Context: an optimization exercise on an open-source flow, tuned for small area, a short achievable clock period and few clock cycles per item. The choices shown serve that exercise and are no tape-out recipe.
The RTL was checked by simulation tests, not by an equivalence proof against the original design.

==> flow/design.v (excerpt) <==
module aligned_dot8 (
    input  wire         clk,
    input  wire         rst,
    input  wire         in_valid,
    input  wire [127:0] a_vec,
    input  wire [127:0] b_vec,
    input  wire         ftz,
    output wire         out_valid,
    output wire [31:0]  sum_word,
    output wire [31:0]  comp_word,
    output wire         ovf
);
export LEC_CHECK = 0
export ABC_AREA = 1
export CAP_MARGIN = 20
export CORE_MARGIN = 2
export CORE_UTILIZATION = 40
export PLACE_DENSITY = 0.55
export SLEW_MARGIN = 20
export SYNTH_HIERARCHICAL = 1
create_clock -name core_clock -period 90.0 [get_ports {clk}]
run.sh (not shown) runs the stock make flow with config.mk's settings and CLKGATE_MAP_FILE= SYNTH_SCRIPT=/design/flow/synth_recipe.tcl, a recipe that flattens the netlist after the stock synthesis.
Testbench counts at the start, summed over its fixed seeds: cycles 24,016, items 24,000.
Rerun with:
--- a/flow/design.v
+++ b/flow/design.v
@@ -712,13 +712,13 @@
     output wire [31:0]  sum_word,
     output wire [31:0]  comp_word,
     output wire         ovf
 );
     localparam P_IN  = 1;    
     localparam P_A   = 0;    
-    localparam P_B   = 0;    
+    localparam P_B   = 1;    
     localparam P_C   = 0;    
     localparam P_D   = 1;    
     localparam P_E   = 0;    
     localparam P_OUT = 1;    
     localparam LAT   = P_IN + P_A + P_B + P_C + P_D + P_E + P_OUT;
     reg [LAT-1:0] vpipe;
@@ -793,32 +793,38 @@
     wire            ftz_b  = a_q[291];
     function [9:0] max2(input [9:0] x, input [9:0] y);
         max2 = (x > y) ? x : y;
     endfunction
     wire [9:0] e_b = max2(max2(max2(lead_b[0 +: 10], lead_b[10 +: 10]), max2(lead_b[20 +: 10], lead_b[30 +: 10])),
                           max2(max2(lead_b[40 +: 10], lead_b[50 +: 10]), max2(lead_b[60 +: 10], lead_b[70 +: 10])));
-    localparam WB = 128 + 72 + 80 + 8 + 3 + 1 + 10;
-    wire [WB-1:0] b_d = {e_b, ftz_b, fl_b, nks_b, lead_b, raw_b, prod_b};
+    wire [7:0] live_b;
+    generate
+        for (gk = 0; gk < 8; gk = gk + 1) begin : g_live
+            assign live_b[gk] = (lead_b[10*gk +: 10] != 10'd0);
+        end
+    endgenerate
+    localparam WB = 128 + 72 + 8 + 8 + 3 + 1 + 10;
+    wire [WB-1:0] b_d = {e_b, ftz_b, fl_b, nks_b, live_b, raw_b, prod_b};
     reg  [WB-1:0] b_r;
     always @(posedge clk) b_r <= b_d;
     wire [WB-1:0] b_q = P_B ? b_r : b_d;
     wire [8*16-1:0] prod_c = b_q[0 +: 128];
     wire [8*9-1:0]  raw_c  = b_q[128 +: 72];
-    wire [8*10-1:0] lead_c = b_q[200 +: 80];
-    wire [7:0]      nks_c  = b_q[280 +: 8];
-    wire [2:0]      fl_c   = b_q[288 +: 3];
-    wire            ftz_c  = b_q[291];
-    wire [9:0]      e_c    = b_q[292 +: 10];
+    wire [7:0]      live_c = b_q[200 +: 8];
+    wire [7:0]      nks_c  = b_q[208 +: 8];
+    wire [2:0]      fl_c   = b_q[216 +: 3];
+    wire            ftz_c  = b_q[219];
+    wire [9:0]      e_c    = b_q[220 +: 10];
     wire [8*40-1:0] x_c;
     generate
         for (gk = 0; gk < 8; gk = gk + 1) begin : g_align
             wire               nk = nks_c[gk];
             wire [9:0]         t  = e_c - {1'b0, raw_c[9*gk +: 9]};
             wire signed [55:0] v  = {nk, prod_c[16*gk +: 16] ^ {16{nk}}, {39{nk}}};
             wire signed [55:0] sh = v >>> t[5:0];
-            wire               z  = (lead_c[10*gk +: 10] == 10'd0) | (|t[9:6]);
+            wire               z  = ~live_c[gk] | (|t[9:6]);
             assign x_c[40*gk +: 40] = z ? {40{nk}} : sh[39:0];
         end
     endgenerate
     reg [3:0] cnt_c;
     integer kc;
     always @* begin
=>
- The new run finished clean
- fmax rose by 37%
- die area rose by 5.5%
- routed wire length fell by 2.1%
- global-route usage fell by 1.7 points
- cell count rose by 1.3%
- worst hold slack is worse by 0.081 ns
- clock skew rose by 0.0065 ns
- utilization rose by 0.53 points
- synthesized area rose by 5.5%
- worst setup slack is better by 7.3 ns
- final area rose by 6.7%
Testbench counts after the change, summed over its fixed seeds: cycles 24,024, items 24,000.

-- re-timing with driven ports --
In the flow no input, the clock included, has a driving cell. The finished layouts below were timed again as built, in two steps. Step 1: set_driving_cell puts a clkbuf_16 on clk and a buf_2 on each other input, an assumption about the parent block. Step 2 moves the port delays by t, midway between the first and last clock arrival at a register: inputs arrive t later, outputs are due t later. That takes back most of the time a late clock gives input paths. Three values: no drivers, after step 1, after step 2; two values: the first two.
| run | t (ns) | setup slack, ns | hold slack, ns | worst slew at a driven data input, ns | cell pins on the clock port's net |
|---|---|---|---|---|---|
| the first run | 0.742 | 63.139 / 63.139 / 63.139 | 0.412 / 0.412 / 0.412 | 0.07 | 1 |
| the second run | 0.796 | 70.428 / 70.339 / 71.135 | 0.331 / 0.331 / 0.331 | 0.04 | 1 |
After both steps setup and hold are still met in every run listed.
